Context: an optimization exercise on an open-source flow, tuned for small area and a short achievable clock period. The choices shown serve that exercise and are no tape-out recipe.
Where RTL was checked, it was by simulation tests only, not by an equivalence proof against the original.
Power figures rest on the tool's default switching activity, not on a simulated workload.

== alpha ==
Design mem_ecc_codec, start of the top module:
module mem_ecc_codec (
    input  wire        clk,
    input  wire        rst_n,
    input  wire        in_valid,
    input  wire [1:0]  in_op,
    input  wire [63:0] in_data,
    input  wire [7:0]  in_check,
    output reg         out_valid,
    output wire [63:0] out_data,
    output wire [7:0]  out_check,
    output wire [1:0]  out_status,
    output wire [7:0]  out_syndrome,
    output wire [6:0]  out_pos
);
Size: ~910 cells after synthesis, ~170 I/O pins.
clock: 8.0 ns
lec_check: 0
cap_margin: 20
core_margin: 2
core_utilization: 40
slew_margin: 20
run.sh (not shown) runs the stock make flow with config.mk's settings and CLKGATE_MAP_FILE= SYNTH_SCRIPT=/design/flow/synth_recipe.tcl, a recipe that flattens the netlist after the stock synthesis.
alpha finished end to end and its layout was clean on timing, DRC and antenna.
diff inputs: alpha => beta
==> flow/flow/run.sh (new file) <==
#!/bin/bash
# Standard layout, with plain buffers on the ports instead of the delay cells
# buffer_ports picks by default.
set -euo pipefail
bash standard.sh BUFFER_PORTS_ARGS="-buffer_cell sky130_fd_sc_hd__buf_1" finish > make_finish.log 2>&1
==> flow/standard.sh (new file) <==
#!/bin/bash
# synth_recipe.tcl (not shown) runs the flow's synth.tcl, then flattens the netlist and writes it again
# the make line also repeats each setting of config.mk as NAME=value (left out here)
make -C /OpenROAD-flow-scripts/flow DESIGN_CONFIG=/design/flow/config.mk WORK_HOME=/design/flow/orfs CLKGATE_MAP_FILE= SYNTH_SCRIPT=/design/flow/synth_recipe.tcl "${@:-finish}"
removed: flow/run.sh
[summary]
- The number of nets in the layout was comparable across beta and alpha.
- Instance area at placement, beta vs alpha: down by more than 10%
- Delta(overall routing resource usage, beta - alpha) < 0
- When beta is measured against alpha, its buffering overhead turns out 9.9 points lower.
- Final area down 11% in beta wrt alpha
- Area growth from synthesis to layout: beta lower than alpha
- The placed wire-length estimate reported for beta is smaller than that of alpha by 610 um.
- Lower part of the power in the clock network was reported by beta, not alpha.
- Final cell count of alpha is on par with beta.

========
== ember ==
Another version of the RTL of mem_ecc_codec (not shown whole).
For scale: ~170 I/O pins, roughly 8600 um^2 of cells after synthesis.
Settings: LEC_CHECK=0, CAP_MARGIN=20, CORE_MARGIN=2, CORE_UTILIZATION=40, SETUP_SLACK_MARGIN=5.0, SLEW_MARGIN=20; clock period 8.0 ns.
standard.sh (not shown) runs the stock make flow with config.mk's settings and CLKGATE_MAP_FILE= SYNTH_SCRIPT=/design/flow/synth_recipe.tcl, a recipe that flattens the netlist after the stock synthesis.
==> flow/flow/run.sh <==
#!/bin/bash
# Own flow: the standard synthesis, then the combinational logic replaced
# by the gate-level netlist of flow/netgen.py (same registers: names and cell
# type), checked equivalent to the standard synthesis by yosys; then the
# standard layout, with plain buffers on the ports instead of the delay cells
# buffer_ports picks by default. If the generated netlist fails a check, the
# standard synthesis's netlist is laid out instead.
set -euo pipefail
HERE=$(pwd)
R=$HERE/orfs/results/$FLOW_PLATFORM/mem_ecc_codec/base
LIB=$FLOW_HOME/platforms/$FLOW_PLATFORM/lib/sky130_fd_sc_hd__tt_025C_1v80.lib
bash standard.sh synth > make_synth.log 2>&1
cp $R/1_2_yosys.v $HERE/synth_standard.v
USE=synth_standard.v
# generator options (structure and drive strengths), if any
set -a; [ -f flow/netgen.env ] && . flow/netgen.env; set +a
if LIB=$LIB python3 flow/netgen.py $HERE/net_gen.v > netgen.log 2>&1; then
  yosys -p "read_liberty -lib $LIB; read_verilog net_gen.v; hierarchy -top $FLOW_TOP; opt_clean -purge; write_verilog -noattr -noexpr net_norm.v" > yosys_norm.log 2>&1
  timeout 900 yosys -p "read_liberty -ignore_miss_func $LIB; read_verilog synth_standard.v; rename $FLOW_TOP gold; read_verilog net_norm.v; rename $FLOW_TOP gate; flatten gold gate; opt_clean; equiv_make gold gate equiv; hierarchy -top equiv; equiv_simple; equiv_status -assert" > yosys_equiv.log 2>&1 \
    && python3 - <<'PY' > regcheck.log 2>&1 && USE=net_final.v
# give each flip-flop the instance name the standard synthesis gave the same
# register (the suffix after '$' depends on how yosys read its reset/enable),
# then require the same names and cell types
import re, sys
pat = re.compile(r'(sky130_fd_sc_hd__df\w+)\s+\\([^\s$]+)(\$\S*)?\s')
std = {m.group(2): (m.group(1), m.group(2) + (m.group(3) or '')) for m in pat.finditer(open('synth_standard.v').read())}
txt = open('net_norm.v').read()
def ren(m):
    base = m.group(2)
    if base not in std: sys.exit('no standard register ' + base)
    return m.group(1) + ' \\' + std[base][1] + ' '
txt2 = pat.sub(ren, txt)
open('net_final.v', 'w').write(txt2)
a = sorted(std.values())
b = sorted((m.group(1), m.group(2) + (m.group(3) or '')) for m in pat.finditer(txt2))
print(len(a), len(b))
sys.exit(0 if a == b and a else 1)
PY
fi
echo "laying out $USE" > netlist_choice.log
cp $HERE/$USE $R/1_2_yosys.v
rm -f $R/1_synth.odb $R/1_synth.sdc
bash standard.sh BUFFER_PORTS_ARGS="-buffer_cell sky130_fd_sc_hd__buf_1" finish > make_finish.log 2>&1
Other scripts of this flow, unchanged in this note and not shown: flow/flow/joint.py, flow/flow/netgen.py, flow/flow/paar.py
ember reached the end of the flow, and the finished layout is clean on the timing, DRC and antenna checks.
What quartz does differently from ember at the input level:
# ember
export LEC_CHECK = 0
export CAP_MARGIN = 20
export CORE_MARGIN = 2
export CORE_UTILIZATION = 40
export SETUP_SLACK_MARGIN = 5.0
export SLEW_MARGIN = 20
create_clock -name core_clock -period 8.0 [get_ports {clk}]
# quartz
export LEC_CHECK = 0
export CAP_MARGIN = 20
export CORE_MARGIN = 2
export CORE_UTILIZATION = 65
export CTS_BUF_LIST = sky130_fd_sc_hd__clkbuf_8
export CTS_CLUSTER_SIZE = 30
export SETUP_SLACK_MARGIN = 5.0
export SLEW_MARGIN = 20
create_clock -name core_clock -period 8.0 [get_ports {clk}]
Findings:
All of quartz and ember finish clean.
In quartz, the minimum clock period came out 0.14 ns above the value in ember.
ember -> quartz: power decreased by a few percent
Area of all placed cells without fillers was higher in the run labelled ember.
quartz gives less filler-free cell count of the finished design than ember did.
Routed wire length (higher): ember
From ember to quartz the numbers moved as follows: number of global-route vias before repair picked up an extra about 1%; sequential power neither gained nor lost much.
Relative to quartz, the following input files were edited for amber:
# quartz
export LEC_CHECK = 0
export CAP_MARGIN = 20
export CORE_MARGIN = 2
export CORE_UTILIZATION = 65
export CTS_BUF_LIST = sky130_fd_sc_hd__clkbuf_8
export CTS_CLUSTER_SIZE = 30
export SETUP_SLACK_MARGIN = 5.0
export SLEW_MARGIN = 20
create_clock -name core_clock -period 8.0 [get_ports {clk}]
# amber
export LEC_CHECK = 0
export CAP_MARGIN = 20
export CORE_MARGIN = 2
export CORE_UTILIZATION = 40
export SETUP_SLACK_MARGIN = 4.8
export SLEW_MARGIN = 20
create_clock -name core_clock -period 8.0 [get_ports {clk}]
## What came out
- amber ends up with lower final weighted congestion in routability-driven placement than quartz does.
- From quartz to amber the numbers moved as follows: fraction of final layout cells with drive strength greater than 1 went down; starting density of the core fell 25 points; met2 track demand over resource in global routing decreased by 20 points relative to the old numbers.
- Portion of total power attributed to the clock network ends up lower on quartz.
- Against quartz, amber comes in 0.05 ns lower on arrival time reported for the critical path endpoint.
- As far as setup violation total in the final timing report goes, amber and quartz are indistinguishable; the numbers are identical.
- quartz ended up with t_q[1] as its worst setup path endpoint; amber ended up with c_q[5].
[inputs] willow vs amber
# amber
export LEC_CHECK = 0
export CAP_MARGIN = 20
export CORE_MARGIN = 2
export CORE_UTILIZATION = 40
export SETUP_SLACK_MARGIN = 4.8
export SLEW_MARGIN = 20
create_clock -name core_clock -period 8.0 [get_ports {clk}]
# willow
export LEC_CHECK = 0
export CAP_MARGIN = 20
export CORE_MARGIN = 2
export CORE_UTILIZATION = 55
export CTS_BUF_LIST = sky130_fd_sc_hd__clkbuf_8
export CTS_CLUSTER_SIZE = 30
export SETUP_SLACK_MARGIN = 5.0
export SLEW_MARGIN = 20
create_clock -name core_clock -period 8.0 [get_ports {clk}]
From amber to willow, synthesized cell count did not move at all.
The lower total wire length after detailed routing came out of willow.
Summary of willow over amber: power shows a reduction of 3.0%, layout overhead on the synthesized area level, combinational power higher, register share of the cell area did not really move, depth of the worst register-to-register path went down by 1.
The placed wire-length estimate after detailed placement of willow falls short of that of amber by 2.6%.
Lower number of clock-tree buffers in the layout goes to willow over amber.
Against amber, worst setup slack in willow came out better.
amber -> willow: sequential logic power flat
What harbor does differently from willow at the input level:
# willow
export LEC_CHECK = 0
export CAP_MARGIN = 20
export CORE_MARGIN = 2
export CORE_UTILIZATION = 55
export CTS_BUF_LIST = sky130_fd_sc_hd__clkbuf_8
export CTS_CLUSTER_SIZE = 30
export SETUP_SLACK_MARGIN = 5.0
export SLEW_MARGIN = 20
create_clock -name core_clock -period 8.0 [get_ports {clk}]
# harbor
export LEC_CHECK = 0
export CAP_MARGIN = 20
export CORE_MARGIN = 2
export CORE_UTILIZATION = 40
export CTS_BUF_LIST = sky130_fd_sc_hd__clkbuf_8
export CTS_CLUSTER_SIZE = 30
export SETUP_SLACK_MARGIN = 5.0
export SLEW_MARGIN = 20
create_clock -name core_clock -period 8.0 [get_ports {clk}]
Results
Summary of the comparison: relative area of clock buffers and inverters in the final design is lower in harbor, relative to willow.
Comparing willow against harbor, there is no change at all in H-tree depth.
willow -> harbor: area of the die increased by more than a quarter
Delta (harbor minus willow): biggest cell delay along the critical path shrank by 0.13 ns; die outline width picked up an extra 17%; routed wire length went up; cell count shows an increase of 4.7%; worst-case setup margin in the final layout moved down.
Detailed-placement wirelength estimate was lower in willow than in harbor.

========
mem_ecc_codec, a different RTL version from the one above (not shown whole).
Size: roughly 870 cells after synthesis, ~170 I/O pins.
## mem_ecc_codec
module mem_ecc_codec (
    input  wire        clk,
    input  wire        rst_n,
    input  wire        in_valid,
    input  wire [1:0]  in_op,
    input  wire [63:0] in_data,
    input  wire [7:0]  in_check,
    output reg         out_valid,
    output wire [63:0] out_data,
    output wire [7:0]  out_check,
    output wire [1:0]  out_status,
    output wire [7:0]  out_syndrome,
    output wire [6:0]  out_pos
);
==> flow/config.mk <==
export PLATFORM = sky130hd
export DESIGN_NAME = mem_ecc_codec
export DESIGN_NICKNAME = mem_ecc_codec
export VERILOG_FILES = /design/flow/design.v
export SDC_FILE = /design/flow/constraint.sdc
export NUM_CORES = 4
export LEC_CHECK = 0
export CAP_MARGIN = 20
export CORE_MARGIN = 2
export CORE_UTILIZATION = 40
export SETUP_SLACK_MARGIN = 3.9
export SLEW_MARGIN = 20
==> flow/constraint.sdc <==
create_clock -name core_clock -period 8.0 [get_ports {clk}]
set_input_delay 1.6000 -clock core_clock [delete_from_list [all_inputs] [get_ports {clk}]]
set_output_delay 1.6000 -clock core_clock [all_outputs]
set_load 0.01 [all_outputs]
==> flow/flow/run.sh <==
#!/bin/bash
# Own flow: the standard synthesis, then the combinational logic replaced
# by the gate-level netlist of flow/netgen.py (same registers: names and cell
# type), checked equivalent to the standard synthesis by yosys; then the
# standard layout, with plain buffers on the ports instead of the delay cells
# buffer_ports picks by default. If the generated netlist fails a check, the
# standard synthesis's netlist is laid out instead.
set -euo pipefail
HERE=$(pwd)
R=$HERE/orfs/results/$FLOW_PLATFORM/mem_ecc_codec/base
LIB=$FLOW_HOME/platforms/$FLOW_PLATFORM/lib/sky130_fd_sc_hd__tt_025C_1v80.lib
bash standard.sh synth > make_synth.log 2>&1
cp $R/1_2_yosys.v $HERE/synth_standard.v
USE=synth_standard.v
if LIB=$LIB python3 flow/netgen.py $HERE/net_gen.v > netgen.log 2>&1; then
  yosys -p "read_liberty -lib $LIB; read_verilog net_gen.v; hierarchy -top $FLOW_TOP; opt_clean -purge; write_verilog -noattr -noexpr net_norm.v" > yosys_norm.log 2>&1
  yosys -p "read_liberty -ignore_miss_func $LIB; read_verilog synth_standard.v; rename $FLOW_TOP gold; read_verilog net_norm.v; rename $FLOW_TOP gate; flatten gold gate; opt_clean; equiv_make gold gate equiv; hierarchy -top equiv; equiv_simple; equiv_status -assert" > yosys_equiv.log 2>&1 \
    && python3 - <<'PY' > regcheck.log 2>&1 && USE=net_norm.v
import re, sys
def regs(p):
    return sorted(re.findall(r'(sky130_fd_sc_hd__df\w+)\s+(\\\S+)', open(p).read()))
a, b = regs('synth_standard.v'), regs('net_norm.v')
print(len(a), len(b))
sys.exit(0 if a == b and a else 1)
PY
fi
echo "laying out $USE" > netlist_choice.log
cp $HERE/$USE $R/1_2_yosys.v
rm -f $R/1_synth.odb $R/1_synth.sdc
bash standard.sh BUFFER_PORTS_ARGS="-buffer_cell sky130_fd_sc_hd__buf_1" finish > make_finish.log 2>&1
Other scripts of this flow, unchanged in this note and not shown: flow/flow/netgen.py, flow/flow/paar.py
==> next run, changes <==
- SETUP_SLACK_MARGIN: 3.9 -> 3.5
Outcome: The changed run ran to the end with no violations. Clock-buffer cell count does not change. Sequential power came out lower by about 3%. Final cell count decreases by 1.0%. Die area does not change. Power shrinks by 9.3%. Core utilization is lower by 4.7 points.
No functional check of the RTL was part of any run of this note.

========
mem_ecc_codec, a different RTL version from the one above (not shown whole).
Size: about 85 flip-flops, roughly 170 I/O pins, about 7700 um2 of cells after synthesis.
==> flow/config.mk <==
export PLATFORM = sky130hd
export DESIGN_NAME = mem_ecc_codec
export DESIGN_NICKNAME = mem_ecc_codec
export VERILOG_FILES = /design/flow/design.v
export SDC_FILE = /design/flow/constraint.sdc
export NUM_CORES = 4
export LEC_CHECK = 0
export CAP_MARGIN = 20
export CORE_MARGIN = 2
export CORE_UTILIZATION = 60
export SETUP_SLACK_MARGIN = 3.5
export SLEW_MARGIN = 20
==> flow/constraint.sdc <==
create_clock -name core_clock -period 8.0 [get_ports {clk}]
set_input_delay 1.6000 -clock core_clock [delete_from_list [all_inputs] [get_ports {clk}]]
set_output_delay 1.6000 -clock core_clock [all_outputs]
set_load 0.01 [all_outputs]
==> flow/flow/run.sh <==
#!/bin/bash
# Standard layout, with plain buffers on the ports instead of the delay cells
# buffer_ports picks by default.
set -euo pipefail
bash standard.sh BUFFER_PORTS_ARGS="-buffer_cell sky130_fd_sc_hd__buf_1" finish > make_finish.log 2>&1
Next try:
Settings changed: CORE_UTILIZATION 60 to 40.
Result:
- clock power decreases by about a fifth
- die area came out higher by well over a third
- non-clock buffer count climbs by 3
- count of clock-buffer cells in the layout is unchanged
- wire length went up slightly
- power decreases by a few percent
- critical path depth stays the same
- area after synthesis does not change
- via count fell by a few percent
- cell count rose by a few percent
Next try:
==> flow/flow/run.sh (replaced) <==
#!/bin/bash
# Own flow: the standard synthesis, then the combinational logic between
# the registers re-mapped by ABC with an area-oriented script (registers,
# their names and cell types untouched), then the standard layout with plain
# buffers on the ports instead of the delay cells buffer_ports picks by default.
set -euo pipefail
HERE=$(pwd)
R=$HERE/orfs/results/$FLOW_PLATFORM/mem_ecc_codec/base
bash standard.sh synth > make_synth.log 2>&1
cp $R/1_2_yosys.v $HERE/synth_standard.v
yosys -c flow/resyn.tcl > yosys_resyn.log 2>&1
cp $HERE/synth_resyn.v $R/1_2_yosys.v
rm -f $R/1_synth.odb $R/1_synth.sdc
bash standard.sh BUFFER_PORTS_ARGS="-buffer_cell sky130_fd_sc_hd__buf_1" finish > make_finish.log 2>&1
==> flow/flow/abc.script (new file) <==
strash; dch -f; balance; rewrite; refactor; balance; rewrite; rewrite -z; balance; refactor -z; rewrite -z; balance; dch -f; balance; rewrite; refactor; balance; rewrite; rewrite -z; balance; refactor -z; rewrite -z; balance; dch -f; amap; mfs2; strash; dch -f; map -a; topo
==> flow/flow/resyn.tcl (new file) <==
# Re-map the combinational logic of the standard synthesis; the flip-flops
# stay as they are (blackboxed during the re-map).
yosys -import
set lib $::env(FLOW_HOME)/platforms/sky130hd/lib/sky130_fd_sc_hd__tt_025C_1v80.lib
set dont_use {}
foreach c [split [exec sh -c "grep -o 'sky130_fd_sc_hd__\[a-z0-9_\]*' $::env(FLOW_HOME)/platforms/sky130hd/config.mk | sort -u"] "\n"] {
  lappend dont_use -dont_use $c
}
read_liberty -ignore_miss_func $lib
read_verilog synth_standard.v
hierarchy -top $::env(FLOW_TOP)
foreach m [split [exec sh -c "grep -o 'sky130_fd_sc_hd__df\[a-z0-9_\]*' synth_standard.v | sort -u"] "\n"] {
  blackbox $m
}
flatten
opt_clean -purge
set script [file normalize flow/abc.script]
abc -liberty $lib {*}$dont_use -script $script
opt_clean -purge
yosys rename -hide w:*.*
opt_clean -purge
tee -o resyn_stat.txt stat -liberty $lib
select $::env(FLOW_TOP)
write_verilog -noattr -selected synth_resyn.v
After rerunning: Maximum frequency fell by 1.7%; setup slack is worse by 76 ps; clock-buffer cell count fell by 2; sequential power fell by 12%; combinational power fell by about 20%; cell count rose by 6.7%; sequential cell count does not change.
No functional check of the RTL was part of any run of this note.

## what the ideal ports hide
The flow's constraints put no driver on any port. The routed layouts listed below were extracted and timed again, unchanged, in two steps. Step 1, drivers: a clkbuf_16 drives clk and a buf_2 each remaining input, both assumed. Step 2 also shifts input and output timing later by t, the mid clock arrival at the registers, as if the neighbouring blocks saw the same clock. Three values: no drivers, after step 1, after step 2; two values: the first two.
run	t, ns	setup slack, ns	worst data-port slew with drivers (ns)
alpha	0.383	2.172 / 2.131 / 2.218	0.05
beta	0.381	2.556 / 2.514 / 2.598	0.04
ember	0.475	5.030 / 5.054 / 4.579	0.05
quartz	0.524	4.885 / 4.904 / 4.381	0.05
amber	0.468	4.873 / 4.880 / 4.429	0.05
willow	0.520	5.054 / 5.054 / 4.553	0.04
harbor	0.518	5.023 / 5.041 / 4.523	0.05
the first run of note 3	0.401	3.817 / 3.769 / 3.640	0.04
the second run of note 3	0.402	3.549 / 3.501 / 3.418	0.04
the first run of note 4	0.391	3.478 / 3.436 / 3.237	0.05
the second run of note 4	0.389	3.589 / 3.543 / 3.377	0.04
the third run of note 4	0.396	3.513 / 3.469 / 3.328	0.05
After both steps every run listed still meets setup and hold. For quartz, which loses most, drivers alone change the setup slack by +0.019 ns; drivers and shift together by -0.504 ns.
